What follows belongs to an exercise in optimizing a design on an open flow for small area and a short achievable clock period; a production flow would make more cautious choices.
In this exercise RTL edits were held to simulation tests only and were not proved equivalent to the original.
Power is estimated from default activity; no workload was simulated.

==> flow/design.v (outline; a module is shown in full before it is edited, if it fits) <==
// module til_lane: 750 lines
// module til_fa: 10 lines
// module til_ha: 9 lines
// module til_lane_unit: 218 lines
module til_lane_unit #(
    parameter LANES = 4
) (
    input                    clk,
    input                    rst,
    input                    issue,
    input  [35:0]            instr,
    input  [LANES*18-1:0]    opa,
    input  [LANES*18-1:0]    opb,
    input  [LANES-1:0]       a_end,
    input  [LANES-1:0]       assigned,
    input                    batch_start,
    input                    flag_clr,
    output [LANES-1:0]       wr_en,
    output [LANES*18-1:0]    wr_data,
    output [LANES-1:0]       pred,
    output [LANES*4-1:0]     flags,
    output reg               trap,
    output reg [3:0]         trap_code
);
  // ...
==> flow/flow/run.sh <==
#!/bin/bash
# Layout flow: the standard ORFS flow (standard.sh, standard synthesis
# unchanged) with three changes.
#  - SETUP_SLACK_MARGIN=9: repair_timing is asked for more setup slack than
#    the 18 ns constraint needs, so that it keeps shortening the worst path.
#  - TNS_END_PERCENT=10: it works on the worst endpoint only.
#  - BUFFER_PORTS_ARGS: every input and output port still gets its own
#    buffer, but a buf_2 rather than the default clkdlybuf4s50_1 delay cell.
# make's output goes to flow.log; each ORFS step writes its own log under
# orfs/logs/.
set -euo pipefail
bash standard.sh SETUP_SLACK_MARGIN=9 TNS_END_PERCENT=10 \
    'BUFFER_PORTS_ARGS=-buffer_cell sky130_fd_sc_hd__buf_2' finish > flow.log 2>&1
==> flow/standard.sh <==
#!/bin/bash
# synth_recipe.tcl (not shown) runs the flow's synth.tcl, then flattens the netlist and writes it again
# the make line also repeats each setting of config.mk as NAME=value (left out here)
make -C /OpenROAD-flow-scripts/flow DESIGN_CONFIG=/design/flow/config.mk WORK_HOME=/design/flow/orfs CLKGATE_MAP_FILE= SYNTH_SCRIPT=/design/flow/synth_recipe.tcl "${@:-finish}"
==> flow/config.mk <==
export PLATFORM = sky130hd
export DESIGN_NAME = til_lane_unit
export DESIGN_NICKNAME = til_lane_unit
export VERILOG_FILES = /design/flow/design.v
export SDC_FILE = /design/flow/constraint.sdc
export NUM_CORES = 8
export LEC_CHECK = 0
export ABC_AREA = 1
export CAP_MARGIN = 20
export CORE_MARGIN = 2
export CORE_UTILIZATION = 35
export PLACE_DENSITY = 0.42
export SLEW_MARGIN = 20
export SYNTH_HIERARCHICAL = 1
==> flow/constraint.sdc <==
create_clock -name core_clock -period 18.0 [get_ports {clk}]
set_input_delay 3.6000 -clock core_clock [delete_from_list [all_inputs] [get_ports {clk}]]
set_output_delay 3.6000 -clock core_clock [all_outputs]
set_load 0.01 [all_outputs]
==> results.toml, run 1 <==
[critical_path]
cp-endpoint = "g_lane[3].u_lane.acc1[35]"
crit_buf_inv = 10
critPathTopFamily = "adder cells"

[global_route]
grt_pass1_wl_um = 732000
use_met2 = 0.568
use_met1 = 0.503

[clock_tree]
cts_made_buffers = 67
tritoncts = "yes"
cts_htree_levels = 3

[worst_hold_path]
whs_endpoint = "g_lane[3].u_lane.acc1[0]"
hold_depth = 2
min_from = "g_lane[3].u_lane.acc1[0]"
hold_class = "flop to flop"

[yosys]
syn_inst = 13203
syn_area_um2 = 92300

[job]
maxCapViolCount = 0

[finish]
drive_gt1_frac = 0.142
fin_cells = 16956
multi_input_area_um2 = 79200
fillers = 27694
final_area_um2 = 107000
largest_cell_class = "multi-input combinational cells"
layout_commonest_cell = "nand2_1"

[placement]
io_buffers = 291
dp.cells = 16472
dpl_worst_slack_ns = 5.54

[sta]
setup_tns_ns = 0
slew_violations = 0
slew_headroom = 0.150

[die]
dieArea_um2 = 268000

[routing]
wl_met2_um = 228000
vias = 102541
drtIter0Drc = 12327
avgRoutedWirePerCell_um = 31.1

[status]
status = "timing/DRC/antenna clean"

[power_and_ir_drop]
power_clock_mw = 1.44
total_power_mw = 23.5
==> run 2, diff against run 1 <==
==> flow/flow/run.sh (replaced) <==
#!/bin/bash
# Layout flow: the standard ORFS flow (standard.sh, standard synthesis
# unchanged) with three changes.
#  - SETUP_SLACK_MARGIN=9.5: repair_timing is asked for more setup slack than
#    the 18 ns constraint needs, so that it keeps shortening the worst path.
#  - TNS_END_PERCENT=0: it works on the worst endpoint only.
#  - BUFFER_PORTS_ARGS: every input and output port still gets its own
#    buffer, but a buf_2 rather than the default clkdlybuf4s50_1 delay cell.
# make's output goes to flow.log; each ORFS step writes its own log under
# orfs/logs/.
set -euo pipefail
bash standard.sh SETUP_SLACK_MARGIN=9.5 TNS_END_PERCENT=0 \
    'BUFFER_PORTS_ARGS=-buffer_cell sky130_fd_sc_hd__buf_2' finish > flow.log 2>&1
==> run 2 against run 1 <==
Utilization decreased by 0.69 points. Global-route usage decreased by 0.36 points. Sequential share of layout area increased by 0.14 points. Clock skew decreased by 0.030 ns. Largest cell class unchanged.
==> results.toml, run 2 <==
[placement]
gp_congestion = 0.997
dp.cells = 16469
io_buffers = 291
hpwl_um = 395000
placed_area_um2 = 97200
dpl_worst_slack_ns = 6.01

[power_and_ir_drop]
switching_power_mw = 12.8
p_comb_frac = 0.891
ir_drop_mv = 0.986
p_per_area_nw_per_um2 = 212
p_leak_nw = 46.1
total_power_mw = 22.3
p_int_mw = 9.50
clockPowerShare = 0.062
seqPwrFrac = 0.046
p_sw_frac = 0.574

[sta]
hold_viol_final = 0
slew_violations = 0
setup_ws_ns = 8.74
setup_viol = 0
fin_crit_sh = 0.515
finalHoldWorstSlack_ns = 0.465
maxClockFrequency_ghz = 0.108
fin_worst_skew_ns = 0.0363
min_period_ns = 9.26
setup_tns_ns = 0
slew_headroom = 0.168
rsz0062_at_grt = "yes"
max_slew.worst_pin.slew_ns = 1.24

[die]
dieArea_um2 = 268000
die_y_um = 518
start_util = 0.352
fp.dieW_um = 518
core-area_um2 = 262000
ios = 294
rows = 188

[critical_path]
slowest_stage = "fa_1"
cp_common_cell = "fa_1"
crit_arrival_ns = 9.82
critical_path.max_fanout = 19
critPathLaunch = "instr[30]"
cp-start-kind = "input pin"
max_stage_delay_ns = 0.53
worstReg2RegEnd = "g_lane[2].u_lane.acc0[35]"
worstSetupEndpointType = "flop"
rr_startpoint = "g_lane[2].u_lane.sat1"
crit_type = "input pin to flop"
rr_worst_depth = 23
ff2ff_setup_slack_ns = 11.19
critPathRequiredTime_ns = 18.56

[finish]
fillers = 27961
fin_cells = 16834
final_cell_mix = "nand2_1 (2428), nand3_1 (1269), o22ai_1 (1048)"
final_area_um2 = 105000
fin_util = 0.402
layout_commonest_cell = "nand2_1"
fin_nets = 14894
drive_gt1_frac = 0.128
syn_to_final_growth_pct = 14.2
reg_top3 = "g_lane.u_lane.acc0: 168 flops, g_lane.u_lane.acc1: 168 flops, g_lane.u_lane.wr_data: 72 flops"

[clock_tree]
clock_sinks = 451
clkTransAtPathRegs_ns = 0.06
tritoncts = "yes"
cts_made_buffers = 66
clk_latency_ns = 0.72
cts_hold_buf = 0
cts_max_path_buffers = 3
ctsRootBufferMaster = "clkbuf_16"
cts_htree_levels = 3

[worst_hold_path]
min_from = "g_lane[0].u_lane.acc1[0]"
hold_class = "flop to flop"
whs_endpoint = "g_lane[0].u_lane.acc1[0]"
hold_depth = 2

[routing]
vias = 101417
drtIter0Drc = 11904
drc = 0
wl_um = 517000
avgRoutedWirePerCell_um = 30.7
firstDrtPassIters = 9
viasPerCell = 6.02
ant_nets = 0

[status]
status = "timing/DRC/antenna clean"

[global_route]
grt_pass1_vias = 97467
grt_max_degree = 74
antenna_found_initial = 26
gr-usage-all-layers = 0.369
grt_pass1_wl_um = 724000
overflow = 0

[yosys]
syn_inst = 13203
syn_area_um2 = 92300
yosys_warnings = 8
synth.avg_cell_area_um2 = 6.99

[job]
maxCapViolCount = 0
run 2: metal layers:
layer / wire, um / share of wire / track usage / vias up
met2: 227000 / 0.44 / 0.574 / 5231
met5: 41 / 0.000079 / 0 / -
met1: 215000 / 0.42 / 0.492 / 49989
met4: 31200 / 0.060 / 0.184 / 6
met3: 43700 / 0.085 / 0.0635 / 972
li1: - / - / - / 45219
run 2: worst max-delay path: cells and delay by family:
family,cells,cell delay (ns)
AOI/OAI and AO/OA,5,0.69
and+or+nand+nor,8,1.72
adders and majority gates,6,2.64
buffers and inverters,5,0.71
xor gates and xnor gates,2,0.37
run 2: what timing repair did:
action | in CTS | in global routing
gates resized for setup | 491 | 454
pin swaps | 56 | 114
buffers inserted | 118 | 87
setup endpoints to repair | 391 | 341
gates cloned | 20 | 12
run 2: worst max-delay path by stage:
stage	endpoint	slack, ns	depth (start not counted)
6_report	g_lane[1].u_lane.acc0[39]	8.74	26
2_1_floorplan	g_lane[0].u_lane.acc0[39]	9.06	25
3_5_place_dp	g_lane[0].u_lane.sat1	6.01	32
4_1_cts	g_lane[2].u_lane.sat1	8.68	35
5_1_grt	g_lane[2].u_lane.sat1	8.57	34
3_3_place_gp	g_lane[2].u_lane.sat0	6.07	33
run 2: power groups by stage:
stage / sequential [mW] / clock, mW / combinational [mW]
3_5_place_dp: 1.05 / 0 / 18.3
5_1_grt: 1.03 / 1.46 / 21.8
2_1_floorplan: 1.07 / 0 / 12.3
4_1_cts: 1.03 / 1.42 / 19.0
3_3_place_gp: 1.05 / 0 / 18.2
6_report: 1.03 / 1.39 / 19.9
run 2: cell type report:
cell class              instances  area [um^2]  share of cell area
diodes                         11         27.5            0.000261
clock buffers                  85         1880              0.0178
clock inverters                32          385             0.00366
inverters                    1154         4890              0.0464
multi-input cells           10850        78800               0.748
flip-flops and latches        451         9110              0.0864
well taps                    3515         4400              0.0417
repair buffers                723         5790              0.0550
repair inverters               13         88.8            0.000843
==> module til_lane, before the edit <==
module til_lane (
    input             clk,
    input             rst,
    input             batch_start,
    input             flag_clr,
    input             exec,
    input             take_dz,
    input             ld_bad,
    input      [31:0] ctl,
    input      [5:0]  opc,
    input      [2:0]  v,
    input      [8:0]  bfld,
    input      [22:0] nth,
    input      [19:1] fsel,
    input      [17:0] a,
    input      [17:0] b,
    input             a_end,
    input             assigned,
    output reg        p,
    output reg [3:0]  flags,
    output reg        wr_en,
    output reg [17:0] wr_data
);
    reg [41:0] acc0, acc1;
    reg        sat0, sat1, sgn0, sgn1;
    wire en = exec & (p | ctl[27]);
    wire bg     = !(opc[2] | (opc[1] & opc[0]));
    wire ten    = !bg;
    wire accen  = !opc[1] | opc[2];
    wire tsl    = ten & !bfld[5];
    wire tsh    = ten &  bfld[5];
    wire opc0   = opc[0];
    wire acc_grp = (opc[5:2] == 4'b0100) | (opc == 6'h14);
    wire acc_ld  = opc[2] | (opc[1] & opc[0]);
    wire accw    = take_dz & acc_grp & !(acc_ld & ld_bad);
    wire [19:0] xm = {{2{v[1] & a[17]}}, a} & {20{bg}};
    wire [20:0] y  = {{2{v[0] & b[17]}}, b, 1'b0};
    wire [19:0] pp [0:9];
    wire [9:0]  bneg;
    wire [9:0]  ppc;
    genvar i, j;
    generate
        for (i = 0; i < 10; i = i + 1) begin : g_booth
            wire y2 = y[2*i+2];
            wire y1 = y[2*i+1];
            wire y0 = y[2*i];
            wire one = y1 ^ y0;
            wire two = (y2 & ~y1 & ~y0) | (~y2 & y1 & y0);
            assign bneg[i] = y2 ^ opc0;
            assign pp[i][0] = (one & xm[0]) ^ bneg[i];
            for (j = 1; j < 20; j = j + 1) begin : g_pp
                assign pp[i][j] = ((one & xm[j]) | (two & xm[j-1])) ^ bneg[i];
            end
            assign ppc[i] = ((one & xm[19]) | (two & xm[18])) ^ !bneg[i];
        end
    endgenerate
    wire [18:0] xt   = {a[17] & (v[0] | v[1]), a};
    wire [42:0] xt43 = {{24{xt[18]}}, xt};
    wire [42:0] tpre = xt43 << bfld[4:0];
    wire [42:0] trow = ({43{tsl}} & tpre) | ({43{tsh}} & {tpre[10:0], 32'd0});
    wire        trown42 = !(tsl & tpre[42]) & !(tsh & tpre[10]);
    wire [19:1] fit;
    generate
        for (i = 1; i < 19; i = i + 1) begin : g_fit
            assign fit[i] = (xt[18:i-1] == {(19-i+1){xt[18]}});
        end
    endgenerate
    assign fit[19] = 1'b1;
    wire unfit = |(fsel & ~fit);
    wire [41:0] acc0v   = sat0 ? {sgn0, {41{~sgn0}}} : acc0;
    wire [41:0] acc1v   = sat1 ? {sgn1, {41{~sgn1}}} : acc1;
    wire [41:0] acc_cur = v[2] ? acc1v : acc0v;
    wire [41:0] accr    = acc_cur & {42{accen}};
    wire [41:0] accrn   = ~acc_cur | {42{!accen}};
    wire [41:0] nin     = ctl[13] ? {24'd0, a} : acc_cur;
    wire hs0, hc0;
    til_ha u_hs0 (.a(bneg[6]), .b(accr[12]), .s(hs0), .co(hc0));
    wire hs1, hc1;
    til_ha u_hs1 (.a(accr[13]), .b(pp[0][13]), .s(hs1), .co(hc1));
    wire fs0, fc0;
    til_fa u_fs0 (.a(bneg[7]), .b(accr[14]), .c(pp[0][14]), .s(fs0), .co(fc0));
    wire hs2, hc2;
    til_ha u_hs2 (.a(pp[1][12]), .b(pp[2][10]), .s(hs2), .co(hc2));
    wire fs1, fc1;
    til_fa u_fs1 (.a(accr[15]), .b(pp[0][15]), .c(pp[1][13]), .s(fs1), .co(fc1));
    wire hs3, hc3;
    til_ha u_hs3 (.a(pp[2][11]), .b(pp[3][9]), .s(hs3), .co(hc3));
    wire fs2, fc2;
    til_fa u_fs2 (.a(bneg[8]), .b(accr[16]), .c(pp[0][16]), .s(fs2), .co(fc2));
    wire fs3, fc3;
    til_fa u_fs3 (.a(pp[1][14]), .b(pp[2][12]), .c(pp[3][10]), .s(fs3), .co(fc3));
    wire hs4, hc4;
    til_ha u_hs4 (.a(pp[4][8]), .b(pp[5][6]), .s(hs4), .co(hc4));
    wire fs4, fc4;
    til_fa u_fs4 (.a(accr[17]), .b(pp[0][17]), .c(pp[1][15]), .s(fs4), .co(fc4));
    wire fs5, fc5;
    til_fa u_fs5 (.a(pp[2][13]), .b(pp[3][11]), .c(pp[4][9]), .s(fs5), .co(fc5));
    wire hs5, hc5;
    til_ha u_hs5 (.a(pp[5][7]), .b(pp[6][5]), .s(hs5), .co(hc5));
    wire fs6, fc6;
    til_fa u_fs6 (.a(bneg[9]), .b(accr[18]), .c(pp[0][18]), .s(fs6), .co(fc6));
    wire fs7, fc7;
    til_fa u_fs7 (.a(pp[1][16]), .b(pp[2][14]), .c(pp[3][12]), .s(fs7), .co(fc7));
    wire fs8, fc8;
    til_fa u_fs8 (.a(pp[4][10]), .b(pp[5][8]), .c(pp[6][6]), .s(fs8), .co(fc8));
    wire hs6, hc6;
    til_ha u_hs6 (.a(pp[7][4]), .b(pp[8][2]), .s(hs6), .co(hc6));
    wire fs9, fc9;
    til_fa u_fs9 (.a(1'b1), .b(accr[19]), .c(ppc[0]), .s(fs9), .co(fc9));
    wire fs10, fc10;
    til_fa u_fs10 (.a(pp[1][17]), .b(pp[2][15]), .c(pp[3][13]), .s(fs10), .co(fc10));
    wire fs11, fc11;
    til_fa u_fs11 (.a(pp[4][11]), .b(pp[5][9]), .c(pp[6][7]), .s(fs11), .co(fc11));
    wire fs12, fc12;
    til_fa u_fs12 (.a(pp[7][5]), .b(pp[8][3]), .c(pp[9][1]), .s(fs12), .co(fc12));
    wire fs13, fc13;
    til_fa u_fs13 (.a(1'b1), .b(accr[20]), .c(pp[1][18]), .s(fs13), .co(fc13));
    wire fs14, fc14;
    til_fa u_fs14 (.a(pp[2][16]), .b(pp[3][14]), .c(pp[4][12]), .s(fs14), .co(fc14));
    wire fs15, fc15;
    til_fa u_fs15 (.a(pp[5][10]), .b(pp[6][8]), .c(pp[7][6]), .s(fs15), .co(fc15));
    wire hs7, hc7;
    til_ha u_hs7 (.a(pp[8][4]), .b(pp[9][2]), .s(hs7), .co(hc7));
    wire fs16, fc16;
    til_fa u_fs16 (.a(accr[21]), .b(ppc[1]), .c(pp[2][17]), .s(fs16), .co(fc16));
    wire fs17, fc17;
    til_fa u_fs17 (.a(pp[3][15]), .b(pp[4][13]), .c(pp[5][11]), .s(fs17), .co(fc17));
    wire fs18, fc18;
    til_fa u_fs18 (.a(pp[6][9]), .b(pp[7][7]), .c(pp[8][5]), .s(fs18), .co(fc18));
    wire fs19, fc19;
    til_fa u_fs19 (.a(1'b1), .b(accr[22]), .c(pp[2][18]), .s(fs19), .co(fc19));
    wire fs20, fc20;
    til_fa u_fs20 (.a(pp[3][16]), .b(pp[4][14]), .c(pp[5][12]), .s(fs20), .co(fc20));
    wire hs8, hc8;
    til_ha u_hs8 (.a(pp[6][10]), .b(pp[7][8]), .s(hs8), .co(hc8));
    wire fs21, fc21;
    til_fa u_fs21 (.a(accr[23]), .b(ppc[2]), .c(pp[3][17]), .s(fs21), .co(fc21));
    wire fs22, fc22;
    til_fa u_fs22 (.a(pp[4][15]), .b(pp[5][13]), .c(pp[6][11]), .s(fs22), .co(fc22));
    wire fs23, fc23;
    til_fa u_fs23 (.a(1'b1), .b(accr[24]), .c(pp[3][18]), .s(fs23), .co(fc23));
    wire hs9, hc9;
    til_ha u_hs9 (.a(pp[4][16]), .b(pp[5][14]), .s(hs9), .co(hc9));
    wire fs24, fc24;
    til_fa u_fs24 (.a(accr[25]), .b(ppc[3]), .c(pp[4][17]), .s(fs24), .co(fc24));
    wire hs10, hc10;
    til_ha u_hs10 (.a(1'b1), .b(accr[26]), .s(hs10), .co(hc10));
    wire hs11, hc11;
    til_ha u_hs11 (.a(bneg[3]), .b(accr[6]), .s(hs11), .co(hc11));
    wire hs12, hc12;
    til_ha u_hs12 (.a(accr[7]), .b(pp[0][7]), .s(hs12), .co(hc12));
    wire fs25, fc25;
    til_fa u_fs25 (.a(bneg[4]), .b(accr[8]), .c(pp[0][8]), .s(fs25), .co(fc25));
    wire hs13, hc13;
    til_ha u_hs13 (.a(pp[1][6]), .b(pp[2][4]), .s(hs13), .co(hc13));
    wire fs26, fc26;
    til_fa u_fs26 (.a(accr[9]), .b(pp[0][9]), .c(pp[1][7]), .s(fs26), .co(fc26));
    wire hs14, hc14;
    til_ha u_hs14 (.a(pp[2][5]), .b(pp[3][3]), .s(hs14), .co(hc14));
    wire fs27, fc27;
    til_fa u_fs27 (.a(bneg[5]), .b(accr[10]), .c(pp[0][10]), .s(fs27), .co(fc27));
    wire fs28, fc28;
    til_fa u_fs28 (.a(pp[1][8]), .b(pp[2][6]), .c(pp[3][4]), .s(fs28), .co(fc28));
    wire hs15, hc15;
    til_ha u_hs15 (.a(pp[4][2]), .b(pp[5][0]), .s(hs15), .co(hc15));
    wire fs29, fc29;
    til_fa u_fs29 (.a(accr[11]), .b(pp[0][11]), .c(pp[1][9]), .s(fs29), .co(fc29));
    wire fs30, fc30;
    til_fa u_fs30 (.a(pp[2][7]), .b(pp[3][5]), .c(pp[4][3]), .s(fs30), .co(fc30));
    wire hs16, hc16;
    til_ha u_hs16 (.a(pp[5][1]), .b(trow[11]), .s(hs16), .co(hc16));
    wire fs31, fc31;
    til_fa u_fs31 (.a(pp[0][12]), .b(pp[1][10]), .c(pp[2][8]), .s(fs31), .co(fc31));
    wire fs32, fc32;
    til_fa u_fs32 (.a(pp[3][6]), .b(pp[4][4]), .c(pp[5][2]), .s(fs32), .co(fc32));
    wire fs33, fc33;
    til_fa u_fs33 (.a(pp[6][0]), .b(hs0), .c(trow[12]), .s(fs33), .co(fc33));
    wire fs34, fc34;
    til_fa u_fs34 (.a(pp[1][11]), .b(pp[2][9]), .c(pp[3][7]), .s(fs34), .co(fc34));
    wire fs35, fc35;
    til_fa u_fs35 (.a(pp[4][5]), .b(pp[5][3]), .c(pp[6][1]), .s(fs35), .co(fc35));
    wire fs36, fc36;
    til_fa u_fs36 (.a(hc0), .b(hs1), .c(trow[13]), .s(fs36), .co(fc36));
    wire fs37, fc37;
    til_fa u_fs37 (.a(pp[3][8]), .b(pp[4][6]), .c(pp[5][4]), .s(fs37), .co(fc37));
    wire fs38, fc38;
    til_fa u_fs38 (.a(pp[6][2]), .b(pp[7][0]), .c(hc1), .s(fs38), .co(fc38));
    wire fs39, fc39;
    til_fa u_fs39 (.a(hs2), .b(fs0), .c(trow[14]), .s(fs39), .co(fc39));
    wire fs40, fc40;
    til_fa u_fs40 (.a(pp[4][7]), .b(pp[5][5]), .c(pp[6][3]), .s(fs40), .co(fc40));
    wire fs41, fc41;
    til_fa u_fs41 (.a(pp[7][1]), .b(hc2), .c(hs3), .s(fs41), .co(fc41));
    wire fs42, fc42;
    til_fa u_fs42 (.a(fc0), .b(fs1), .c(trow[15]), .s(fs42), .co(fc42));
    wire fs43, fc43;
    til_fa u_fs43 (.a(pp[6][4]), .b(pp[7][2]), .c(pp[8][0]), .s(fs43), .co(fc43));
    wire fs44, fc44;
    til_fa u_fs44 (.a(hc3), .b(hs4), .c(fc1), .s(fs44), .co(fc44));
    wire fs45, fc45;
    til_fa u_fs45 (.a(fs2), .b(fs3), .c(trow[16]), .s(fs45), .co(fc45));
    wire fs46, fc46;
    til_fa u_fs46 (.a(pp[7][3]), .b(pp[8][1]), .c(hc4), .s(fs46), .co(fc46));
    wire fs47, fc47;
    til_fa u_fs47 (.a(hs5), .b(fc2), .c(fc3), .s(fs47), .co(fc47));
    wire fs48, fc48;
    til_fa u_fs48 (.a(fs4), .b(fs5), .c(trow[17]), .s(fs48), .co(fc48));
    wire fs49, fc49;
    til_fa u_fs49 (.a(pp[9][0]), .b(hc5), .c(hs6), .s(fs49), .co(fc49));
    wire fs50, fc50;
    til_fa u_fs50 (.a(fc4), .b(fc5), .c(fs6), .s(fs50), .co(fc50));
    wire fs51, fc51;
    til_fa u_fs51 (.a(fs7), .b(fs8), .c(trow[18]), .s(fs51), .co(fc51));
    wire fs52, fc52;
    til_fa u_fs52 (.a(hc6), .b(fc6), .c(fc7), .s(fs52), .co(fc52));
    wire fs53, fc53;
    til_fa u_fs53 (.a(fc8), .b(fs9), .c(fs10), .s(fs53), .co(fc53));
    wire fs54, fc54;
    til_fa u_fs54 (.a(fs11), .b(fs12), .c(trow[19]), .s(fs54), .co(fc54));
    wire fs55, fc55;
    til_fa u_fs55 (.a(hs7), .b(fc9), .c(fc10), .s(fs55), .co(fc55));
    wire fs56, fc56;
    til_fa u_fs56 (.a(fc11), .b(fc12), .c(fs13), .s(fs56), .co(fc56));
    wire fs57, fc57;
    til_fa u_fs57 (.a(fs14), .b(fs15), .c(trow[20]), .s(fs57), .co(fc57));
    wire fs58, fc58;
    til_fa u_fs58 (.a(pp[9][3]), .b(hc7), .c(fc13), .s(fs58), .co(fc58));
    wire fs59, fc59;
    til_fa u_fs59 (.a(fc14), .b(fc15), .c(fs16), .s(fs59), .co(fc59));
    wire fs60, fc60;
    til_fa u_fs60 (.a(fs17), .b(fs18), .c(trow[21]), .s(fs60), .co(fc60));
    wire fs61, fc61;
    til_fa u_fs61 (.a(pp[8][6]), .b(pp[9][4]), .c(hs8), .s(fs61), .co(fc61));
    wire fs62, fc62;
    til_fa u_fs62 (.a(fc16), .b(fc17), .c(fc18), .s(fs62), .co(fc62));
    wire fs63, fc63;
    til_fa u_fs63 (.a(fs19), .b(fs20), .c(trow[22]), .s(fs63), .co(fc63));
    wire fs64, fc64;
    til_fa u_fs64 (.a(pp[7][9]), .b(pp[8][7]), .c(pp[9][5]), .s(fs64), .co(fc64));
    wire fs65, fc65;
    til_fa u_fs65 (.a(hc8), .b(fc19), .c(fc20), .s(fs65), .co(fc65));
    wire fs66, fc66;
    til_fa u_fs66 (.a(fs21), .b(fs22), .c(trow[23]), .s(fs66), .co(fc66));
    wire fs67, fc67;
    til_fa u_fs67 (.a(pp[6][12]), .b(pp[7][10]), .c(pp[8][8]), .s(fs67), .co(fc67));
    wire fs68, fc68;
    til_fa u_fs68 (.a(pp[9][6]), .b(hs9), .c(fc21), .s(fs68), .co(fc68));
    wire fs69, fc69;
    til_fa u_fs69 (.a(fc22), .b(fs23), .c(trow[24]), .s(fs69), .co(fc69));
    wire fs70, fc70;
    til_fa u_fs70 (.a(pp[5][15]), .b(pp[6][13]), .c(pp[7][11]), .s(fs70), .co(fc70));
    wire fs71, fc71;
    til_fa u_fs71 (.a(pp[8][9]), .b(pp[9][7]), .c(hc9), .s(fs71), .co(fc71));
    wire fs72, fc72;
    til_fa u_fs72 (.a(fc23), .b(fs24), .c(trow[25]), .s(fs72), .co(fc72));
    wire fs73, fc73;
    til_fa u_fs73 (.a(pp[4][18]), .b(pp[5][16]), .c(pp[6][14]), .s(fs73), .co(fc73));
    wire fs74, fc74;
    til_fa u_fs74 (.a(pp[7][12]), .b(pp[8][10]), .c(pp[9][8]), .s(fs74), .co(fc74));
    wire fs75, fc75;
    til_fa u_fs75 (.a(hs10), .b(fc24), .c(trow[26]), .s(fs75), .co(fc75));
    wire fs76, fc76;
    til_fa u_fs76 (.a(accr[27]), .b(ppc[4]), .c(pp[5][17]), .s(fs76), .co(fc76));
    wire fs77, fc77;
    til_fa u_fs77 (.a(pp[6][15]), .b(pp[7][13]), .c(pp[8][11]), .s(fs77), .co(fc77));
    wire fs78, fc78;
    til_fa u_fs78 (.a(pp[9][9]), .b(hc10), .c(trow[27]), .s(fs78), .co(fc78));
    wire fs79, fc79;
    til_fa u_fs79 (.a(1'b1), .b(accr[28]), .c(pp[5][18]), .s(fs79), .co(fc79));
    wire fs80, fc80;
    til_fa u_fs80 (.a(pp[6][16]), .b(pp[7][14]), .c(pp[8][12]), .s(fs80), .co(fc80));
    wire hs17, hc17;
    til_ha u_hs17 (.a(pp[9][10]), .b(trow[28]), .s(hs17), .co(hc17));
    wire fs81, fc81;
    til_fa u_fs81 (.a(accr[29]), .b(ppc[5]), .c(pp[6][17]), .s(fs81), .co(fc81));
    wire fs82, fc82;
    til_fa u_fs82 (.a(pp[7][15]), .b(pp[8][13]), .c(pp[9][11]), .s(fs82), .co(fc82));
    wire fs83, fc83;
    til_fa u_fs83 (.a(1'b1), .b(accr[30]), .c(pp[6][18]), .s(fs83), .co(fc83));
    wire hs18, hc18;
    til_ha u_hs18 (.a(pp[7][16]), .b(pp[8][14]), .s(hs18), .co(hc18));
    wire fs84, fc84;
    til_fa u_fs84 (.a(accr[31]), .b(ppc[6]), .c(pp[7][17]), .s(fs84), .co(fc84));
    wire hs19, hc19;
    til_ha u_hs19 (.a(1'b1), .b(accr[32]), .s(hs19), .co(hc19));
    wire hs20, hc20;
    til_ha u_hs20 (.a(bneg[1]), .b(accr[2]), .s(hs20), .co(hc20));
    wire hs21, hc21;
    til_ha u_hs21 (.a(accr[3]), .b(pp[0][3]), .s(hs21), .co(hc21));
    wire fs85, fc85;
    til_fa u_fs85 (.a(bneg[2]), .b(accr[4]), .c(pp[0][4]), .s(fs85), .co(fc85));
    wire hs22, hc22;
    til_ha u_hs22 (.a(pp[1][2]), .b(pp[2][0]), .s(hs22), .co(hc22));
    wire fs86, fc86;
    til_fa u_fs86 (.a(accr[5]), .b(pp[0][5]), .c(pp[1][3]), .s(fs86), .co(fc86));
    wire hs23, hc23;
    til_ha u_hs23 (.a(pp[2][1]), .b(trow[5]), .s(hs23), .co(hc23));
    wire fs87, fc87;
    til_fa u_fs87 (.a(pp[0][6]), .b(pp[1][4]), .c(pp[2][2]), .s(fs87), .co(fc87));
    wire fs88, fc88;
    til_fa u_fs88 (.a(pp[3][0]), .b(hs11), .c(trow[6]), .s(fs88), .co(fc88));
    wire fs89, fc89;
    til_fa u_fs89 (.a(pp[1][5]), .b(pp[2][3]), .c(pp[3][1]), .s(fs89), .co(fc89));
    wire fs90, fc90;
    til_fa u_fs90 (.a(hc11), .b(hs12), .c(trow[7]), .s(fs90), .co(fc90));
    wire fs91, fc91;
    til_fa u_fs91 (.a(pp[3][2]), .b(pp[4][0]), .c(hc12), .s(fs91), .co(fc91));
    wire fs92, fc92;
    til_fa u_fs92 (.a(hs13), .b(fs25), .c(trow[8]), .s(fs92), .co(fc92));
    wire fs93, fc93;
    til_fa u_fs93 (.a(pp[4][1]), .b(hc13), .c(hs14), .s(fs93), .co(fc93));
    wire fs94, fc94;
    til_fa u_fs94 (.a(fc25), .b(fs26), .c(trow[9]), .s(fs94), .co(fc94));
    wire fs95, fc95;
    til_fa u_fs95 (.a(hc14), .b(hs15), .c(fc26), .s(fs95), .co(fc95));
    wire fs96, fc96;
    til_fa u_fs96 (.a(fs27), .b(fs28), .c(trow[10]), .s(fs96), .co(fc96));
    wire fs97, fc97;
    til_fa u_fs97 (.a(hc15), .b(fc27), .c(fc28), .s(fs97), .co(fc97));
    wire fs98, fc98;
    til_fa u_fs98 (.a(fs29), .b(fs30), .c(hs16), .s(fs98), .co(fc98));
    wire fs99, fc99;
    til_fa u_fs99 (.a(fc29), .b(fc30), .c(fs31), .s(fs99), .co(fc99));
    wire fs100, fc100;
    til_fa u_fs100 (.a(fs32), .b(hc16), .c(fs33), .s(fs100), .co(fc100));
    wire fs101, fc101;
    til_fa u_fs101 (.a(fc31), .b(fc32), .c(fs34), .s(fs101), .co(fc101));
    wire fs102, fc102;
    til_fa u_fs102 (.a(fs35), .b(fc33), .c(fs36), .s(fs102), .co(fc102));
    wire fs103, fc103;
    til_fa u_fs103 (.a(fc34), .b(fc35), .c(fs37), .s(fs103), .co(fc103));
    wire fs104, fc104;
    til_fa u_fs104 (.a(fs38), .b(fc36), .c(fs39), .s(fs104), .co(fc104));
    wire fs105, fc105;
    til_fa u_fs105 (.a(fc37), .b(fs40), .c(fc38), .s(fs105), .co(fc105));
    wire fs106, fc106;
    til_fa u_fs106 (.a(fs41), .b(fc39), .c(fs42), .s(fs106), .co(fc106));
    wire fs107, fc107;
    til_fa u_fs107 (.a(fc40), .b(fs43), .c(fc41), .s(fs107), .co(fc107));
    wire fs108, fc108;
    til_fa u_fs108 (.a(fs44), .b(fc42), .c(fs45), .s(fs108), .co(fc108));
    wire fs109, fc109;
    til_fa u_fs109 (.a(fc43), .b(fs46), .c(fc44), .s(fs109), .co(fc109));
    wire fs110, fc110;
    til_fa u_fs110 (.a(fs47), .b(fc45), .c(fs48), .s(fs110), .co(fc110));
    wire fs111, fc111;
    til_fa u_fs111 (.a(fc46), .b(fs49), .c(fc47), .s(fs111), .co(fc111));
    wire fs112, fc112;
    til_fa u_fs112 (.a(fs50), .b(fc48), .c(fs51), .s(fs112), .co(fc112));
    wire fs113, fc113;
    til_fa u_fs113 (.a(fc49), .b(fc50), .c(fs52), .s(fs113), .co(fc113));
    wire fs114, fc114;
    til_fa u_fs114 (.a(fs53), .b(fc51), .c(fs54), .s(fs114), .co(fc114));
    wire fs115, fc115;
    til_fa u_fs115 (.a(fc52), .b(fc53), .c(fs55), .s(fs115), .co(fc115));
    wire fs116, fc116;
    til_fa u_fs116 (.a(fs56), .b(fc54), .c(fs57), .s(fs116), .co(fc116));
    wire fs117, fc117;
    til_fa u_fs117 (.a(fc55), .b(fc56), .c(fs58), .s(fs117), .co(fc117));
    wire fs118, fc118;
    til_fa u_fs118 (.a(fs59), .b(fc57), .c(fs60), .s(fs118), .co(fc118));
    wire fs119, fc119;
    til_fa u_fs119 (.a(fs61), .b(fc58), .c(fc59), .s(fs119), .co(fc119));
    wire fs120, fc120;
    til_fa u_fs120 (.a(fs62), .b(fc60), .c(fs63), .s(fs120), .co(fc120));
    wire fs121, fc121;
    til_fa u_fs121 (.a(fs64), .b(fc61), .c(fc62), .s(fs121), .co(fc121));
    wire fs122, fc122;
    til_fa u_fs122 (.a(fs65), .b(fc63), .c(fs66), .s(fs122), .co(fc122));
    wire fs123, fc123;
    til_fa u_fs123 (.a(fc64), .b(fs67), .c(fc65), .s(fs123), .co(fc123));
    wire fs124, fc124;
    til_fa u_fs124 (.a(fs68), .b(fc66), .c(fs69), .s(fs124), .co(fc124));
    wire fs125, fc125;
    til_fa u_fs125 (.a(fc67), .b(fs70), .c(fs71), .s(fs125), .co(fc125));
    wire fs126, fc126;
    til_fa u_fs126 (.a(fc68), .b(fc69), .c(fs72), .s(fs126), .co(fc126));
    wire fs127, fc127;
    til_fa u_fs127 (.a(fc70), .b(fs73), .c(fs74), .s(fs127), .co(fc127));
    wire fs128, fc128;
    til_fa u_fs128 (.a(fc71), .b(fc72), .c(fs75), .s(fs128), .co(fc128));
    wire fs129, fc129;
    til_fa u_fs129 (.a(fc73), .b(fc74), .c(fs76), .s(fs129), .co(fc129));
    wire fs130, fc130;
    til_fa u_fs130 (.a(fs77), .b(fc75), .c(fs78), .s(fs130), .co(fc130));
    wire fs131, fc131;
    til_fa u_fs131 (.a(fc76), .b(fc77), .c(fs79), .s(fs131), .co(fc131));
    wire fs132, fc132;
    til_fa u_fs132 (.a(fs80), .b(hs17), .c(fc78), .s(fs132), .co(fc132));
    wire fs133, fc133;
    til_fa u_fs133 (.a(fc79), .b(fc80), .c(fs81), .s(fs133), .co(fc133));
    wire fs134, fc134;
    til_fa u_fs134 (.a(fs82), .b(trow[29]), .c(hc17), .s(fs134), .co(fc134));
    wire fs135, fc135;
    til_fa u_fs135 (.a(pp[9][12]), .b(hs18), .c(fc81), .s(fs135), .co(fc135));
    wire fs136, fc136;
    til_fa u_fs136 (.a(fc82), .b(fs83), .c(trow[30]), .s(fs136), .co(fc136));
    wire fs137, fc137;
    til_fa u_fs137 (.a(pp[8][15]), .b(pp[9][13]), .c(hc18), .s(fs137), .co(fc137));
    wire fs138, fc138;
    til_fa u_fs138 (.a(fc83), .b(fs84), .c(trow[31]), .s(fs138), .co(fc138));
    wire fs139, fc139;
    til_fa u_fs139 (.a(pp[7][18]), .b(pp[8][16]), .c(pp[9][14]), .s(fs139), .co(fc139));
    wire fs140, fc140;
    til_fa u_fs140 (.a(hs19), .b(fc84), .c(trow[32]), .s(fs140), .co(fc140));
    wire fs141, fc141;
    til_fa u_fs141 (.a(accr[33]), .b(ppc[7]), .c(pp[8][17]), .s(fs141), .co(fc141));
    wire fs142, fc142;
    til_fa u_fs142 (.a(pp[9][15]), .b(hc19), .c(trow[33]), .s(fs142), .co(fc142));
    wire fs143, fc143;
    til_fa u_fs143 (.a(1'b1), .b(accr[34]), .c(pp[8][18]), .s(fs143), .co(fc143));
    wire hs24, hc24;
    til_ha u_hs24 (.a(pp[9][16]), .b(trow[34]), .s(hs24), .co(hc24));
    wire fs144, fc144;
    til_fa u_fs144 (.a(accr[35]), .b(ppc[8]), .c(pp[9][17]), .s(fs144), .co(fc144));
    wire hs25, hc25;
    til_ha u_hs25 (.a(1'b1), .b(accr[36]), .s(hs25), .co(hc25));
    wire hs26, hc26;
    til_ha u_hs26 (.a(bneg[0]), .b(accr[0]), .s(hs26), .co(hc26));
    wire hs27, hc27;
    til_ha u_hs27 (.a(accr[1]), .b(pp[0][1]), .s(hs27), .co(hc27));
    wire fs145, fc145;
    til_fa u_fs145 (.a(pp[0][2]), .b(pp[1][0]), .c(hs20), .s(fs145), .co(fc145));
    wire fs146, fc146;
    til_fa u_fs146 (.a(pp[1][1]), .b(hc20), .c(hs21), .s(fs146), .co(fc146));
    wire fs147, fc147;
    til_fa u_fs147 (.a(hc21), .b(hs22), .c(fs85), .s(fs147), .co(fc147));
    wire fs148, fc148;
    til_fa u_fs148 (.a(hc22), .b(fc85), .c(fs86), .s(fs148), .co(fc148));
    wire fs149, fc149;
    til_fa u_fs149 (.a(fc86), .b(fs87), .c(hc23), .s(fs149), .co(fc149));
    wire fs150, fc150;
    til_fa u_fs150 (.a(fc87), .b(fs89), .c(fc88), .s(fs150), .co(fc150));
    wire fs151, fc151;
    til_fa u_fs151 (.a(fc89), .b(fs91), .c(fc90), .s(fs151), .co(fc151));
    wire fs152, fc152;
    til_fa u_fs152 (.a(fc91), .b(fs93), .c(fc92), .s(fs152), .co(fc152));
    wire fs153, fc153;
    til_fa u_fs153 (.a(fc93), .b(fs95), .c(fc94), .s(fs153), .co(fc153));
    wire fs154, fc154;
    til_fa u_fs154 (.a(fc95), .b(fs97), .c(fc96), .s(fs154), .co(fc154));
    wire fs155, fc155;
    til_fa u_fs155 (.a(fc97), .b(fs99), .c(fc98), .s(fs155), .co(fc155));
    wire fs156, fc156;
    til_fa u_fs156 (.a(fc99), .b(fs101), .c(fc100), .s(fs156), .co(fc156));
    wire fs157, fc157;
    til_fa u_fs157 (.a(fc101), .b(fs103), .c(fc102), .s(fs157), .co(fc157));
    wire fs158, fc158;
    til_fa u_fs158 (.a(fc103), .b(fs105), .c(fc104), .s(fs158), .co(fc158));
    wire fs159, fc159;
    til_fa u_fs159 (.a(fc105), .b(fs107), .c(fc106), .s(fs159), .co(fc159));
    wire fs160, fc160;
    til_fa u_fs160 (.a(fc107), .b(fs109), .c(fc108), .s(fs160), .co(fc160));
    wire fs161, fc161;
    til_fa u_fs161 (.a(fc109), .b(fs111), .c(fc110), .s(fs161), .co(fc161));
    wire fs162, fc162;
    til_fa u_fs162 (.a(fc111), .b(fs113), .c(fc112), .s(fs162), .co(fc162));
    wire fs163, fc163;
    til_fa u_fs163 (.a(fc113), .b(fs115), .c(fc114), .s(fs163), .co(fc163));
    wire fs164, fc164;
    til_fa u_fs164 (.a(fc115), .b(fs117), .c(fc116), .s(fs164), .co(fc164));
    wire fs165, fc165;
    til_fa u_fs165 (.a(fc117), .b(fs119), .c(fc118), .s(fs165), .co(fc165));
    wire fs166, fc166;
    til_fa u_fs166 (.a(fc119), .b(fs121), .c(fc120), .s(fs166), .co(fc166));
    wire fs167, fc167;
    til_fa u_fs167 (.a(fc121), .b(fs123), .c(fc122), .s(fs167), .co(fc167));
    wire fs168, fc168;
    til_fa u_fs168 (.a(fs125), .b(fc123), .c(fc124), .s(fs168), .co(fc168));
    wire fs169, fc169;
    til_fa u_fs169 (.a(fs127), .b(fc125), .c(fc126), .s(fs169), .co(fc169));
    wire fs170, fc170;
    til_fa u_fs170 (.a(fc127), .b(fs129), .c(fc128), .s(fs170), .co(fc170));
    wire fs171, fc171;
    til_fa u_fs171 (.a(fc129), .b(fs131), .c(fc130), .s(fs171), .co(fc171));
    wire fs172, fc172;
    til_fa u_fs172 (.a(fc131), .b(fs133), .c(fs134), .s(fs172), .co(fc172));
    wire fs173, fc173;
    til_fa u_fs173 (.a(fc133), .b(fs135), .c(fs136), .s(fs173), .co(fc173));
    wire fs174, fc174;
    til_fa u_fs174 (.a(fs137), .b(fc135), .c(fc136), .s(fs174), .co(fc174));
    wire fs175, fc175;
    til_fa u_fs175 (.a(fs139), .b(fc137), .c(fc138), .s(fs175), .co(fc175));
    wire fs176, fc176;
    til_fa u_fs176 (.a(fc139), .b(fs141), .c(fc140), .s(fs176), .co(fc176));
    wire fs177, fc177;
    til_fa u_fs177 (.a(fc141), .b(fs143), .c(hs24), .s(fs177), .co(fc177));
    wire fs178, fc178;
    til_fa u_fs178 (.a(fc143), .b(fs144), .c(trow[35]), .s(fs178), .co(fc178));
    wire fs179, fc179;
    til_fa u_fs179 (.a(pp[9][18]), .b(hs25), .c(fc144), .s(fs179), .co(fc179));
    wire fs180, fc180;
    til_fa u_fs180 (.a(accr[37]), .b(ppc[9]), .c(hc25), .s(fs180), .co(fc180));
    wire hs28, hc28;
    til_ha u_hs28 (.a(1'b1), .b(accr[38]), .s(hs28), .co(hc28));
    wire hs29, hc29;
    til_ha u_hs29 (.a(1'b1), .b(accr[39]), .s(hs29), .co(hc29));
    wire hs30, hc30;
    til_ha u_hs30 (.a(1'b1), .b(accr[40]), .s(hs30), .co(hc30));
    wire hs31, hc31;
    til_ha u_hs31 (.a(pp[0][0]), .b(hs26), .s(hs31), .co(hc31));
    wire fs181, fc181;
    til_fa u_fs181 (.a(hc26), .b(hs27), .c(trow[1]), .s(fs181), .co(fc181));
    wire fs182, fc182;
    til_fa u_fs182 (.a(hc27), .b(trow[2]), .c(fs145), .s(fs182), .co(fc182));
    wire fs183, fc183;
    til_fa u_fs183 (.a(trow[3]), .b(fc145), .c(fs146), .s(fs183), .co(fc183));
    wire fs184, fc184;
    til_fa u_fs184 (.a(trow[4]), .b(fc146), .c(fs147), .s(fs184), .co(fc184));
    wire fs185, fc185;
    til_fa u_fs185 (.a(hs23), .b(fc147), .c(fs148), .s(fs185), .co(fc185));
    wire fs186, fc186;
    til_fa u_fs186 (.a(fc148), .b(fs88), .c(fs149), .s(fs186), .co(fc186));
    wire fs187, fc187;
    til_fa u_fs187 (.a(fs90), .b(fc149), .c(fs150), .s(fs187), .co(fc187));
    wire fs188, fc188;
    til_fa u_fs188 (.a(fs92), .b(fc150), .c(fs151), .s(fs188), .co(fc188));
    wire fs189, fc189;
    til_fa u_fs189 (.a(fs94), .b(fc151), .c(fs152), .s(fs189), .co(fc189));
    wire fs190, fc190;
    til_fa u_fs190 (.a(fs96), .b(fc152), .c(fs153), .s(fs190), .co(fc190));
    wire fs191, fc191;
    til_fa u_fs191 (.a(fs98), .b(fc153), .c(fs154), .s(fs191), .co(fc191));
    wire fs192, fc192;
    til_fa u_fs192 (.a(fc154), .b(fs100), .c(fs155), .s(fs192), .co(fc192));
    wire fs193, fc193;
    til_fa u_fs193 (.a(fs102), .b(fc155), .c(fs156), .s(fs193), .co(fc193));
    wire fs194, fc194;
    til_fa u_fs194 (.a(fs104), .b(fc156), .c(fs157), .s(fs194), .co(fc194));
    wire fs195, fc195;
    til_fa u_fs195 (.a(fs106), .b(fc157), .c(fs158), .s(fs195), .co(fc195));
    wire fs196, fc196;
    til_fa u_fs196 (.a(fs108), .b(fc158), .c(fs159), .s(fs196), .co(fc196));
    wire fs197, fc197;
    til_fa u_fs197 (.a(fs110), .b(fc159), .c(fs160), .s(fs197), .co(fc197));
    wire fs198, fc198;
    til_fa u_fs198 (.a(fs112), .b(fc160), .c(fs161), .s(fs198), .co(fc198));
    wire fs199, fc199;
    til_fa u_fs199 (.a(fs114), .b(fc161), .c(fs162), .s(fs199), .co(fc199));
    wire fs200, fc200;
    til_fa u_fs200 (.a(fs116), .b(fc162), .c(fs163), .s(fs200), .co(fc200));
    wire fs201, fc201;
    til_fa u_fs201 (.a(fs118), .b(fc163), .c(fs164), .s(fs201), .co(fc201));
    wire fs202, fc202;
    til_fa u_fs202 (.a(fs120), .b(fc164), .c(fs165), .s(fs202), .co(fc202));
    wire fs203, fc203;
    til_fa u_fs203 (.a(fs122), .b(fc165), .c(fs166), .s(fs203), .co(fc203));
    wire fs204, fc204;
    til_fa u_fs204 (.a(fs124), .b(fc166), .c(fs167), .s(fs204), .co(fc204));
    wire fs205, fc205;
    til_fa u_fs205 (.a(fs126), .b(fc167), .c(fs168), .s(fs205), .co(fc205));
    wire fs206, fc206;
    til_fa u_fs206 (.a(fs128), .b(fc168), .c(fs169), .s(fs206), .co(fc206));
    wire fs207, fc207;
    til_fa u_fs207 (.a(fs130), .b(fc169), .c(fs170), .s(fs207), .co(fc207));
    wire fs208, fc208;
    til_fa u_fs208 (.a(fs132), .b(fc170), .c(fs171), .s(fs208), .co(fc208));
    wire fs209, fc209;
    til_fa u_fs209 (.a(fc132), .b(fs172), .c(fc171), .s(fs209), .co(fc209));
    wire fs210, fc210;
    til_fa u_fs210 (.a(fc134), .b(fs173), .c(fc172), .s(fs210), .co(fc210));
    wire fs211, fc211;
    til_fa u_fs211 (.a(fs138), .b(fc173), .c(fs174), .s(fs211), .co(fc211));
    wire fs212, fc212;
    til_fa u_fs212 (.a(fs140), .b(fc174), .c(fs175), .s(fs212), .co(fc212));
    wire fs213, fc213;
    til_fa u_fs213 (.a(fs142), .b(fc175), .c(fs176), .s(fs213), .co(fc213));
    wire fs214, fc214;
    til_fa u_fs214 (.a(fc142), .b(fs177), .c(fc176), .s(fs214), .co(fc214));
    wire fs215, fc215;
    til_fa u_fs215 (.a(hc24), .b(fs178), .c(fc177), .s(fs215), .co(fc215));
    wire fs216, fc216;
    til_fa u_fs216 (.a(trow[36]), .b(fs179), .c(fc178), .s(fs216), .co(fc216));
    wire fs217, fc217;
    til_fa u_fs217 (.a(trow[37]), .b(fs180), .c(fc179), .s(fs217), .co(fc217));
    wire fs218, fc218;
    til_fa u_fs218 (.a(hs28), .b(fc180), .c(trow[38]), .s(fs218), .co(fc218));
    wire fs219, fc219;
    til_fa u_fs219 (.a(hc28), .b(hs29), .c(trow[39]), .s(fs219), .co(fc219));
    wire fs220, fc220;
    til_fa u_fs220 (.a(hc29), .b(hs30), .c(trow[40]), .s(fs220), .co(fc220));
    wire fs221, fc221;
    til_fa u_fs221 (.a(accrn[41]), .b(hc30), .c(trow[41]), .s(fs221), .co(fc221));
    wire [43:0] tsum = {1'b1, fc221, fc220, fc219, fc218, fc217, fc216, fc215, fc214, fc213, fc212, fc211, fc210, fc209, fc208, fc207, fc206, fc205, fc204, fc203, fc202, fc201, fc200, fc199, fc198, fc197, fc196, fc195, fc194, fc193, fc192, fc191, fc190, fc189, fc188, fc187, fc186, fc185, fc184, fc183, fc182, fc181, hc31, trow[0]};
    wire [43:0] tcar = {1'b0, trown42, fs221, fs220, fs219, fs218, fs217, fs216, fs215, fs214, fs213, fs212, fs211, fs210, fs209, fs208, fs207, fs206, fs205, fs204, fs203, fs202, fs201, fs200, fs199, fs198, fs197, fs196, fs195, fs194, fs193, fs192, fs191, fs190, fs189, fs188, fs187, fs186, fs185, fs184, fs183, fs182, fs181, hs31};
    wire [43:0] cg0 = tsum & tcar;
    wire [43:0] cp0 = tsum ^ tcar;
    wire [43:0] cg [0:6];
    wire [43:0] cp [0:6];
    assign cg[0] = cg0;
    assign cp[0] = cp0;
    generate
        for (i = 0; i < 6; i = i + 1) begin : g_pfx
            for (j = 0; j < 44; j = j + 1) begin : g_bit
                if ((j >> i) & 1) begin : g_op
                    assign cg[i+1][j] = cg[i][j] | (cp[i][j] & cg[i][((j >> i) << i) - 1]);
                    assign cp[i+1][j] = cp[i][j] & cp[i][((j >> i) << i) - 1];
                end else begin : g_pass
                    assign cg[i+1][j] = cg[i][j];
                    assign cp[i+1][j] = cp[i][j];
                end
            end
        end
    endgenerate
    wire [43:0] ccar = {cg[6][42:0], 1'b0};        
    wire [43:0] ssum = cp0 ^ ccar;
    wire [2:0]  top0 = tsum[43:41] + tcar[43:41];
    wire [2:0]  top1 = tsum[43:41] + tcar[43:41] + 3'd1;
    wire        ovf0 = !(top0 == 3'b000 || top0 == 3'b111);
    wire        ovf1 = !(top1 == 3'b000 || top1 == 3'b111);
    wire        ovf  = ccar[41] ? ovf1 : ovf0;
    wire        big  = ctl[3] & unfit;
    wire        sat_acc = ovf | big;
    wire        sat_neg = big ? xt[18] : ssum[43];
    wire        clr   = rst | batch_start;
    wire        we0   = accw & p & !v[2];
    wire        we1   = accw & p &  v[2];
    wire        hold0 = !clr & !we0;
    wire        hold1 = !clr & !we1;
    wire        ld0   = !clr & we0;
    wire        ld1   = !clr & we1;
    wire [41:0] acc0_d = ({42{hold0}} & acc0) | ({42{ld0}} & ssum[41:0]);
    wire [41:0] acc1_d = ({42{hold1}} & acc1) | ({42{ld1}} & ssum[41:0]);
    wire [5:0] ns = bfld[5:0];
    wire       nsg = nin[41];
    reg [42:0] w;           
    reg        sticky;
    integer    k;
    always @(*) begin
        w = {nin, 1'b0};
        sticky = 1'b0;
        if (ns[5]) begin
            sticky = sticky | (|w[31:0]);
            w = {{32{nsg}}, w[42:32]};
        end
        if (ns[4]) begin
            sticky = sticky | (|w[15:0]);
            w = {{16{nsg}}, w[42:16]};
        end
        if (ns[3]) begin
            sticky = sticky | (|w[7:0]);
            w = {{8{nsg}}, w[42:8]};
        end
        if (ns[2]) begin
            sticky = sticky | (|w[3:0]);
            w = {{4{nsg}}, w[42:4]};
        end
        if (ns[1]) begin
            sticky = sticky | (|w[1:0]);
            w = {{2{nsg}}, w[42:2]};
        end
        if (ns[0]) begin
            sticky = sticky | w[0];
            w = {nsg, w[42:1]};
        end
    end
    wire        nguard = w[0];
    wire [18:0] nq     = w[19:1];
    wire [40:18] hiok;
    generate
        for (i = 18; i <= 40; i = i + 1) begin : g_hi
            assign hiok[i] = nth[i-18] | (nin[i] == nsg);
        end
    endgenerate
    wire        ninr   = &hiok;
    wire        nup    = ctl[30] & nguard & (sticky | nq[0]);
    wire [19:0] nr     = {nq[18], nq} + {19'd0, nup};
    wire        n_sfit = (nr[19:17] == 3'b000) | (nr[19:17] == 3'b111);
    wire        n_hi   = ninr ? (v[0] ? (!nr[19] & !n_sfit) : (!nr[19] & nr[18])) : !nsg;
    wire        n_lo   = ninr ? (v[0] ? (nr[19] & !n_sfit) : nr[19]) : nsg;
    wire        sx    = ctl[11];
    wire        inv_a = ctl[9] | (ctl[10] & a[17]);
    wire        use_b = !(ctl[9] | ctl[10]);
    wire        cin   = ctl[8] | inv_a;
    wire [19:0] pa    = {{2{sx & a[17]}}, a} ^ {20{inv_a}};
    wire [19:0] qb    = ({{2{sx & b[17]}}, b} ^ {20{ctl[8]}}) & {20{use_b}};
    wire [20:0] asum1 = {pa, cin} + {qb, cin};
    wire [19:0] asum  = asum1[20:1];
    wire        lt    = asum[19];
    wire        eq    = (a == b);
    wire        a_hi  = v[0] ? (!asum[19] & (asum[18] | asum[17])) : (!asum[19] & asum[18]);
    wire        a_lo  = v[0] ? (asum[19] & !(asum[18] & asum[17])) : asum[19];
    reg cond;
    always @(*) begin
        case (v)
            3'd0:    cond = eq;
            3'd1:    cond = !eq;
            3'd2:    cond = lt;
            3'd3:    cond = lt | eq;
            3'd4:    cond = !lt & !eq;
            default: cond = !lt;
        endcase
    end
    wire shl_hi = unfit & !xt[18];
    wire shl_lo = unfit & xt[18];
    wire cv_hi  = !v[1] & v[0] & a[17];
    wire cv_lo  = v[1] & !v[0] & a[17];
    wire sat_hi = (ctl[6] & n_hi) | (ctl[7] & a_hi) | (ctl[12] & shl_hi) | (ctl[14] & cv_hi);
    wire sat_lo = (ctl[6] & n_lo) | (ctl[7] & a_lo) | (ctl[12] & shl_lo) | (ctl[14] & cv_lo);
    wire s_a = ctl[15] | ctl[14] | (ctl[20] & lt) | (ctl[21] & !lt) | (ctl[19] & p);
    wire s_b = (ctl[20] & !lt) | (ctl[21] & lt) | (ctl[19] & !p);
    wire [17:0] raw = ({18{ctl[6] | ctl[13]}}  & nr[17:0])
                    | ({18{ctl[7]}}  & asum[17:0])
                    | ({18{ctl[12]}} & trow[17:0])
                    | ({18{s_a}}     & a)
                    | ({18{s_b}}     & b)
                    | ({18{ctl[16]}} & (a & b))
                    | ({18{ctl[17]}} & (a | b))
                    | ({18{ctl[18]}} & (a ^ b))
                    | ({18{ctl[22]}} & {14'd0, flags});
    wire [17:0] d_val = sat_hi ? {~v[0], {17{1'b1}}} :
                        sat_lo ? {v[0], 17'd0} : raw;
    reg p_next;
    always @(*) begin
        if (ctl[26]) begin
            case (v[1:0])
                2'b00: p_next = 1'b1;
                2'b01: p_next = !p;
                2'b10: p_next = 1'b0;
                default: p_next = assigned;
            endcase
        end else if (ctl[24])
            p_next = ctl[25] ? (p & cond) : cond;
        else
            p_next = p;
    end
    wire       sat_any = sat_hi | sat_lo;
    wire [3:0] fl_set  = {a_end, ctl[29] & sat_any, ctl[6] & sat_any, ctl[4] & sat_acc};
    wire [3:0] fl_clr  = bfld[3:0] & {4{ctl[23]}};
    wire       fkeep   = !(rst | flag_clr);
    wire [3:0] fhold   = {4{fkeep}} & flags & ~({4{en}} & fl_clr);
    wire       facc    = fkeep & accw & p;
    wire [3:0] flags_d = {fhold[3:1] | ({3{fkeep & en}} & fl_set[3:1]),
                          fhold[0] | (facc & big) | (facc & ovf)};
    always @(posedge clk) begin
        acc0 <= acc0_d;
        acc1 <= acc1_d;
        sat0 <= (hold0 & sat0) | (ld0 & sat_acc);
        sat1 <= (hold1 & sat1) | (ld1 & sat_acc);
        if (we0) sgn0 <= sat_neg;
        if (we1) sgn1 <= sat_neg;
        if (rst | batch_start)
            p <= 1'b1;
        else if (en)
            p <= p_next;
        flags <= flags_d;
        wr_en   <= !rst & en & ctl[28];
        wr_data <= d_val;
    end
endmodule
==> run 3, diff against run 2 <==
--- a/flow/design.v
+++ b/flow/design.v
@@ -34,5 +34,5 @@
     wire acc_ld  = opc[2] | (opc[1] & opc[0]);
     wire accw    = take_dz & acc_grp & !(acc_ld & ld_bad);
-    wire [19:0] xm = {{2{v[1] & a[17]}}, a} & {20{bg}};
+    wire [19:0] xm = {{2{v[1] & a[17]}}, a};
     wire [20:0] y  = {{2{v[0] & b[17]}}, b, 1'b0};
     wire [19:0] pp [0:9];
@@ -45,6 +45,6 @@
             wire y1 = y[2*i+1];
             wire y0 = y[2*i];
-            wire one = y1 ^ y0;
-            wire two = (y2 & ~y1 & ~y0) | (~y2 & y1 & y0);
+            wire one = (y1 ^ y0) & bg;
+            wire two = ((y2 & ~y1 & ~y0) | (~y2 & y1 & y0)) & bg;
             assign bneg[i] = y2 ^ opc0;
             assign pp[i][0] = (one & xm[0]) ^ bneg[i];
@@ -586,22 +586,7 @@
     wire [43:0] cg0 = tsum & tcar;
     wire [43:0] cp0 = tsum ^ tcar;
-    wire [43:0] cg [0:6];
-    wire [43:0] cp [0:6];
-    assign cg[0] = cg0;
-    assign cp[0] = cp0;
-    generate
-        for (i = 0; i < 6; i = i + 1) begin : g_pfx
-            for (j = 0; j < 44; j = j + 1) begin : g_bit
-                if ((j >> i) & 1) begin : g_op
-                    assign cg[i+1][j] = cg[i][j] | (cp[i][j] & cg[i][((j >> i) << i) - 1]);
-                    assign cp[i+1][j] = cp[i][j] & cp[i][((j >> i) << i) - 1];
-                end else begin : g_pass
-                    assign cg[i+1][j] = cg[i][j];
-                    assign cp[i+1][j] = cp[i][j];
-                end
-            end
-        end
-    endgenerate
-    wire [43:0] ccar = {cg[6][42:0], 1'b0};        
+    wire [42:0] cgo;
+    til_pfx u_pfx (.g(cg0[42:0]), .p(cp0[42:0]), .c(cgo));
+    wire [43:0] ccar = {cgo, 1'b0};               
     wire [43:0] ssum = cp0 ^ ccar;
     wire [2:0]  top0 = tsum[43:41] + tcar[43:41];
@@ -768,4 +753,29 @@
     assign co = a & b;
 endmodule
+module til_pfx (
+    input  [42:0] g,
+    input  [42:0] p,
+    output [42:0] c
+);
+    genvar i, j;
+    wire [42:0] cg [0:6];
+    wire [42:0] cp [0:6];
+    assign cg[0] = g;
+    assign cp[0] = p;
+    generate
+        for (i = 0; i < 6; i = i + 1) begin : g_pfx
+            for (j = 0; j < 43; j = j + 1) begin : g_bit
+                if ((j >> i) & 1) begin : g_op
+                    assign cg[i+1][j] = cg[i][j] | (cp[i][j] & cg[i][((j >> i) << i) - 1]);
+                    assign cp[i+1][j] = cp[i][j] & cp[i][((j >> i) << i) - 1];
+                end else begin : g_pass
+                    assign cg[i+1][j] = cg[i][j];
+                    assign cp[i+1][j] = cp[i][j];
+                end
+            end
+        end
+    endgenerate
+    assign c = cg[6];
+endmodule
 module til_lane_unit #(
     parameter LANES = 4
--- a/flow/flow/run.sh
+++ b/flow/flow/run.sh
@@ -2,5 +2,5 @@
 # Layout flow: the standard ORFS flow (standard.sh, standard synthesis
 # unchanged) with three changes.
-#  - SETUP_SLACK_MARGIN=9.5: repair_timing is asked for more setup slack than
+#  - SETUP_SLACK_MARGIN=9: repair_timing is asked for more setup slack than
 #    the 18 ns constraint needs, so that it keeps shortening the worst path.
 #  - TNS_END_PERCENT=0: it works on the worst endpoint only.
@@ -10,4 +10,4 @@
 # orfs/logs/.
 set -euo pipefail
-bash standard.sh SETUP_SLACK_MARGIN=9.5 TNS_END_PERCENT=0 \
+bash standard.sh SETUP_SLACK_MARGIN=9 TNS_END_PERCENT=0 \
     'BUFFER_PORTS_ARGS=-buffer_cell sky130_fd_sc_hd__buf_2' finish > flow.log 2>&1
==> run 3 against run 2 <==
Routed wire length rose by 3.7%. Register-to-register slack got worse by 0.26 ns. Sequential cell count unchanged. Via count increased by 4.3%. Synthesized area is 2.2% higher. Critical path type unchanged. Critical endpoint is now g_lane[0].u_lane.flags[0].
==> results.toml, run 3 <==
[routing]
firstDrtPassIters = 7
wl_um = 536000
ant_nets = 0
avgRoutedWirePerCell_um = 30.8
drc = 0
drtIter0Drc = 13003
viasPerCell = 6.08
vias = 105743

[sta]
fin_crit_sh = 0.513
setup_tns_ns = 0
max_slew.worst_pin.slew_ns = 1.26
min_period_ns = 9.24
setup_viol = 0
rsz0062_at_grt = "yes"
slew_headroom = 0.159
fin_worst_skew_ns = 0.0427
maxClockFrequency_ghz = 0.108
slew_violations = 0
finalHoldWorstSlack_ns = 0.479
hold_viol_final = 0

[yosys]
yosys_warnings = 9
syn_inst = 13764
syn_area_um2 = 94400
synth.avg_cell_area_um2 = 6.86

[worst_hold_path]
hold_depth = 2
hold_class = "flop to flop"

[critical_path]
rr_worst_depth = 25
cp_common_cell = "fa_1"
max_stage_delay_ns = 0.58
worstSetupEndpointType = "flop"
slowest_stage = "fa_1"
critPathRequiredTime_ns = 18.68
crit_arrival_ns = 9.92
cp-start-kind = "input pin"
crit_type = "input pin to flop"
critical_path.max_fanout = 27

[global_route]
overflow = 0
grt_pass1_wl_um = 747000
gr-usage-all-layers = 0.376
grt_pass1_vias = 100427
grt_max_degree = 81
antenna_found_initial = 32

[die]
dieArea_um2 = 274000
core-area_um2 = 268000
start_util = 0.352
die_y_um = 523
fp.dieW_um = 523
rows = 190
ios = 294

[finish]
reg_top3 = "g_lane.u_lane.acc0: 168 flops, g_lane.u_lane.acc1: 168 flops, g_lane.u_lane.wr_data: 72 flops"
final_cell_mix = "nand2_1 (2842), nand3_1 (1686), xor2_1 (903)"
fin_nets = 15374
drive_gt1_frac = 0.116
layout_commonest_cell = "nand2_1"
syn_to_final_growth_pct = 12.3

[placement]
io_buffers = 291
hpwl_um = 403000
gp_congestion = 0.987

[clock_tree]
cts_htree_levels = 2
clock_sinks = 451
tritoncts = "yes"
clkTransAtPathRegs_ns = 0.07
clk_latency_ns = 0.78
cts_made_buffers = 58
cts_max_path_buffers = 3
ctsRootBufferMaster = "clkbuf_16"

[status]
status = "timing/DRC/antenna clean"

[power_and_ir_drop]
p_per_area_nw_per_um2 = 259
ir_drop_mv = 0.848
p_leak_nw = 47.3

[job]
maxCapViolCount = 0
[run 3: cell count changes in the layout (fill, tap and decap cells not counted), sizes merged, moves of 20 or more]
cell      before   now
fa           920   896
nor3          78   109
o22ai       1089   882
or2           30    50
xor2         950   917
clkinvlp      52    24
inv         1048   978
xnor2         97   197
nor2         948   839
nor4          52    24
a22o          28     4
o21ai        856   940
nand2       2570  2997
nand3       1335  1697
[run 3: stage by stage]
stage	util	power (mW)	area, um^2	setup slack [ns]	instances
after floorplan	-	17.4	96100	9.00	13813
after global placement	0.372	25.1	99800	5.80	17031
after detailed placement	0.372	25.2	99800	5.88	17032
after CTS	0.390	27.0	105000	8.84	17291
after global routing	0.395	29.5	106000	8.61	17367
final	0.395	27.4	106000	8.76	17378
[run 3: final cells by class]
| type | instances | area [um^2] |
|---|---|---|
| sequential | 451 | 9110 |
| timing repair inverter | 10 | 61.3 |
| fill | 28649 | 162000 |
| multi-input combinational | 11453 | 80200 |
| timing repair buffer | 736 | 5740 |
| inverter | 1049 | 4320 |
| tap | 3552 | 4440 |
| clock buffer | 83 | 1700 |
| clock inverter | 26 | 382 |
| antenna | 18 | 45.0 |
[run 3: what timing repair did]
item	CTS	global route
pin swaps	38	55
gates cloned	15	9
setup endpoints to repair	353	280
resized for setup	322	163
setup buffers	135	57
hold buffers	0	0
[run 3: power by group]
| group | switching, mW | internal [mW] |
|---|---|---|
| Clock | 0.549 | 0.757 |
| Combinational | 16.2 | 8.89 |
| Sequential | 0.0113 | 1.03 |
| Total | 16.7 | 10.7 |
[run 3: per-layer routing]
metal  vias to the layer above  share of wire  GRT usage
li1                      46752              -          -
met1                     52171           0.42      0.511
met2                      5707           0.43      0.573
met3                      1099          0.087     0.0624
met4                        14          0.061      0.190
met5                         -        0.00017          0
[run 3: critical path, delay by kind of cell]
family	cells	cell delay, ns
buf+inv	5	1.00
simple gates	12	1.12
xor+xnor	2	0.80
compound gates	4	0.50
fa+ha+maj	6	2.77
[run 3: path summary, 6_finish.rpt]
kind / endpoint / slack, ns / startpoint
worst max register to register: g_lane[1].u_lane.sat1 / 10.93 / g_lane[1].u_lane.sgn0
worst min-delay path: g_lane[1].u_lane.acc0[41] / 0.48 / g_lane[1].u_lane.acc0[41]
worst max-delay path: g_lane[0].u_lane.flags[0] / 8.76 / instr[30]
worst min register to register: g_lane[1].u_lane.acc0[41] / 0.48 / g_lane[1].u_lane.acc0[41]

-- re-timing with driven ports --
Ports are ideal in the flow. The routed layouts listed here were re-timed in OpenROAD.
Step 1 sets driving cells, clkbuf_16 on the clock port and buf_2 on the other inputs (assumed; they add their load-dependent delay and slew).
Step 2, shift: input delay + t, output delay - t, t = (earliest + latest rising clock arrival at the registers) / 2. This alone moves slack from input paths to output paths.
a / b / c = no drivers / after step 1 / after step 2; a / b = the first two.
| run | shift t [ns] | setup WS [ns] | latest minus earliest clock arrival (ns) |
|---|---|---|---|
| run 1 | 0.820 | 8.674 / 8.553 / 7.733 | 0.078 / 0.078 |
| run 2 | 0.796 | 8.737 / 8.600 / 7.803 | 0.051 / 0.051 |
| run 3 | 0.855 | 8.764 / 8.749 / 7.895 | 0.056 / 0.055 |
After both steps setup and hold are still met in every run listed. The setup slack of run 1, which loses most, moves by -0.121 ns with the drivers and by -0.941 ns with both steps.
